Background: an optimization exercise with open tools, aiming at small area and a short achievable clock period. Do not read the settings as production practice.
No run shown here included a check of the RTL's function; only the layout flow was run.
Power figures rest on the tool's default switching activity, not on a simulated workload.

==> flow/design.v, too long to show whole: its modules and the start of the top module <==
// module hb1dec: 797 lines
// module hb1dec_fa: 4 lines
// module hb1dec_ha: 4 lines
module hb1dec (
    input  wire        clk,
    input  wire        rst,         
    input  wire        in_valid,
    input  wire [31:0] in_data,
    output reg         out_valid,
    output reg  [31:0] out_data
);
  // ...
==> flow/flow/run.sh <==
#!/bin/bash
# The standard layout (the standard.sh), with the port buffers made of
# buf_2 cells instead of the cell buffer_ports picks by default, and clock
# tree synthesis without dummy loads.
set -euo pipefail
export BUFFER_PORTS_ARGS="-buffer_cell sky130_fd_sc_hd__buf_2"
export CTS_ARGS="-sink_clustering_enable -repair_clock_nets -sink_clustering_size 24 -sink_clustering_max_diameter 100 -dont_use_dummy_load"
bash standard.sh > standard.log 2>&1
==> flow/standard.sh <==
#!/bin/bash
# synth_recipe.tcl (not shown) runs the flow's synth.tcl, then flattens the netlist and writes it again
# the make line also repeats each setting of config.mk as NAME=value (left out here)
make -C /OpenROAD-flow-scripts/flow DESIGN_CONFIG=/design/flow/config.mk WORK_HOME=/design/flow/orfs CLKGATE_MAP_FILE= SYNTH_SCRIPT=/design/flow/synth_recipe.tcl "${@:-finish}"
==> flow/config.mk <==
export PLATFORM = sky130hd
export DESIGN_NAME = hb1dec
export DESIGN_NICKNAME = hb1dec
export VERILOG_FILES = /design/flow/design.v
export SDC_FILE = /design/flow/constraint.sdc
export NUM_CORES = 4
export LEC_CHECK = 0
export CAP_MARGIN = 20
export CORE_MARGIN = 2
export CORE_UTILIZATION = 60
export SLEW_MARGIN = 20
export SYNTH_HIERARCHICAL = 1
export SYNTH_MINIMUM_KEEP_SIZE = 0
==> flow/constraint.sdc <==
create_clock -name core_clock -period 18.0 [get_ports {clk}]
set_input_delay 3.6000 -clock core_clock [delete_from_list [all_inputs] [get_ports {clk}]]
set_output_delay 3.6000 -clock core_clock [all_outputs]
set_load 0.01 [all_outputs]
==> results.ini, run 1 <==
[synth]
postSynthAreaPerCell_um2=15.8
synth.top_cell.area_share_pct=38.5
synth.most_common_cell=fa_1
yosysSeqAreaShare_pct=54.5
yosys_warnings=7
netlist_area_mm2=0.0362

[route]
drc_errors=0
drt_iter0_drc=1436
routed_wl_um=85000
via_per_inst=5.81

[power_and_ir_drop]
p_sw_share_pct=31.2
intPower_uw=2860
finalPower_uw=4160

[clocking]
clk_pin_slew_ps=100
holdBufCountCts=0

[outcome]
outcome=finished clean

[layout]
fin_cells=3141
clk_share_pct=2.61
final_cell_mix=fa_1 (529), edfxtp_1 (464), dfxtp_1 (291)
seq_cells=755
mostFrequentLayoutCell=fa_1
largest_class=sequential cells

[place]
dpl.hpwl_um=66500
post_dp_cell_area_mm2=0.0374

[worst_hold_path]
min_from=ecr[16]

[worst_setup_path]
r2r-start=pr3c[0]
critical_path.top_delay_family=buffers and inverters

[die]
die_w_um=250
dieArea_mm2=0.0624

[sta]
setup_viol=0
tightest_slew_ps=1130
slew_headroom_pct=24.8

[global_route]
gr-usage-met2_pct=44.6

==> run 2, diff against run 1 <==
--- a/flow/config.mk
+++ b/flow/config.mk
@@ -10,3 +10,3 @@
 export CORE_UTILIZATION = 60
-export SLEW_MARGIN = 20
+export SLEW_MARGIN = 75
 export SYNTH_HIERARCHICAL = 1
==> results.ini, run 2 <==
[outcome]
outcome=finished clean

[synth]
ys_top_cells_by_area=edfxtp_1 (38%), fa_1 (29%), dfxtp_1 (16%)
yosys_warnings=7  ; unchanged
synth_flop_cell=edfxtp_1
async_flop_share_pct=0
synth.top_cell.area_share_pct=38.5  ; unchanged
synth_seq_cells=755
postSynthAreaPerCell_um2=15.8  ; unchanged
netlist_area_mm2=0.0362  ; unchanged
synth_cells=2295
synth_edf_count=464
yosysSeqAreaShare_pct=54.5  ; unchanged
synth_top_cells_by_count=fa_1 (529), edfxtp_1 (464), dfxtp_1 (291)
synth_top_cell_by_area=edfxtp_1
synth.distinct_cells=66
synth.most_common_cell=fa_1

[sta]
slew_violations=0
skew_ps=74.4
rsz0062_at_grt=no
fin_ws_ps=12550
layout_worst_path_cycle_share_pct=30.3
setup_viol=0  ; unchanged
hold_violations=0
period_minus_slack_ps=5450
timing.fmax_mhz=183
setup_tns_ps=0

[route]
drt_iter0_drc=1515  ; +5.5%
final_antenna_net_count=0
routed_wl_um=85300  ; +0.31%
wire_per_inst_um=27.0
vias=18300
drc_errors=0  ; unchanged
via_per_inst=5.79  ; -0.30%
drtPass1Iterations=7

[flow_run]
max_cap_viol_count=0

[global_route]
gr-total-overflow=0
grt_pass1_vias=19400
grt_max_degree=38
grt_pass1_wl_um=126000
antenna_found_initial=3
grt_use_total_pct=28.3

[layout]
finalNetCount=3001
final_cell_mix=fa_1 (529), edfxtp_1 (464), nand2_1 (256)
final_layout_size_suffix_gt1_share_pct=13.9
top_regs=rx (34), u (34), ry (33)
mostFrequentLayoutCell=fa_1
num_antenna_cells=0
syn_to_final_growth_pct=8.14

[place]
place_ws_ps=11770
port-buffer-count=67
dpl.hpwl_um=67400  ; +1.5%
place.gp.congestion=0.988

[clocking]
clock-root-buffer=clkbuf_16
clk_pin_slew_ps=100  ; about the same
clock-sinks=755
holdBufCountCts=0  ; unchanged
clock_latency_ps=620
cts_resized=0
numCtsBuffers=40
postCtsSetupBuffers=0
htree_levels=2
clockBufferDepth=3
cts_tree=yes

[worst_setup_path]
cp-end-kind=flop
path_class=input pin to flop
rr_worst_depth=9
crit_arrival_ps=5750
critPathRequiredTime_ps=18300
path_max_fanout=36
cp-start-kind=input pin

[power_and_ir_drop]
vdd_drop_max_mv=0.0938
powerDensity_mw_per_mm2=108
power.leakage_uw=0.0128
switching_power_uw=1330
p_seq_share_pct=51.5
intPower_uw=2890  ; +0.88%
pwr-share-comb_pct=27.1
p_sw_share_pct=31.5  ; +0.28 points
p_clk_share_pct=21.4

[die]
core_area_mm2=0.0600
num_io_pins=68
die_h_um=250
start_util_pct=60.4
num_rows=90
die_w_um=250  ; unchanged
dieArea_mm2=0.0624  ; unchanged

[worst_hold_path]
worst_hold_path.num_cells=0
hold_class=flop to flop

==> run 2: layout make-up <==
class / count / area [um2]
inverters: 129 / 484
clock buffers: 40 / 1000
multi-input cells: 1357 / 15900
well taps: 782 / 978
flip-flops and latches: 755 / 20000
repair buffers: 101 / 812
fillers: 4268 / 20800
==> run 2: worst paths after layout <==
check / slack (ps) / startpoint / endpoint
worst min-delay path: 340 / ecr[16] / rx[32]
worst min register to register: 340 / ecr[16] / rx[32]
worst max-delay path: 12550 / in_valid / os7[13]
worst max register to register: 13410 / pr2[6] / ry[13]
==> run 2: per-module statistics from Yosys (local to each module, per instance) <==
| module | times used | flip-flops and latches | cells inside | area, um2 |
|---|---|---|---|---|
| hb1dec_ha | 9 | 0 | 1 | 12.5 |
| hb1dec_fa | 526 | 0 | 1 | 20.0 |
| hb1dec | 1 | 755 | 1760 | 25600 |
==> run 2: routing by layer <==
metal,track usage [%],up-vias,share of wire [%],wire length [um]
met5,0,-,0,0
met3,3.70,129,5.4,4620
met2,45.0,594,48,40700
met1,40.1,9775,42,35800
li1,-,7824,-,-
met4,12.4,0,4.9,4150
==> run 2: cells by family (layout without fill, tap and decap cells) <==
logic type | Yosys count | in the layout | share of synthesized area [%]
other | 2 | 11 | 0.0207
multiplexers | 36 | 36 | 1.12
buffers and inverters | 192 | 270 | 2.04
AND/OR/NAND/NOR | 463 | 463 | 5.81
XOR/XNOR | 67 | 67 | 1.62
adder cells (fa/ha/maj) | 582 | 582 | 31.1
AO/OA/AOI/OAI | 198 | 198 | 3.80
flip-flops | 755 | 755 | 54.5
==> run 2: per-stage QoR <==
stage	utilization (%)	total power (uW)	instances	hold WS, ps	area, um2
global placement	62.3	3280	3101	313	37400
global route	65.3	4430	3164	352	39200
CTS	65.1	4230	3158	335	39100
finish	65.3	4220	3164	336	39200
floorplan	-	2970	2304	310	36300
detailed placement	63.4	3340	3118	312	38100
==> run 2: critical path, stage by stage <==
cell	delay [ps]
buf_2	120
nand2_2	160
nand2b_4	250
buf_8	210
buf_8	180
buf_8	220
buf_12	220
buf_12	240
buf_8	250
buf_12	230
==> run 2: power by group through the flow <==
stage / clock, uW / combinational, uW / sequential, uW
floorplan: 0 / 807 / 2160
global placement: 0 / 1070 / 2210
detailed placement: 0 / 1130 / 2210
CTS: 926 / 1130 / 2170
global route: 982 / 1260 / 2190
finish: 903 / 1140 / 2170

## separate check: timing with driven ports
In the flow no input, the clock included, has a driving cell. The finished layouts below were timed again as built, in two steps.
Step 1 sets driving cells, clkbuf_16 on the clock port and buf_2 on the other inputs (assumed; they add their load-dependent delay and slew).
Step 2 adds t to the input delays and takes it off the output delays; t is the mean of the earliest and latest rising clock arrival at the registers after step 1. Input paths then give back, and output paths get back, about the clock's delay inside the block.
Three values: ideal ports, drivers, drivers and shift; two values: the first two.
| run | shift t [ns] | slack for setup (ns) | hold WS [ns] | slew at the worst register clock pin (ns) | worst slew at a driven data input, ns |
|---|---|---|---|---|---|
| run 1 | 0.638 | 11.545 / 11.579 / 10.941 | 0.335 / 0.335 / 0.335 | 0.10 / 0.10 | 0.03 |
| run 2 | 0.645 | 12.545 / 12.579 / 11.934 | 0.336 / 0.336 / 0.336 | 0.10 / 0.10 | 0.03 |
After both steps setup and hold are still met in every run listed. The setup slack of run 2, which loses most, moves by +0.034 ns with the drivers and by -0.611 ns with both steps.
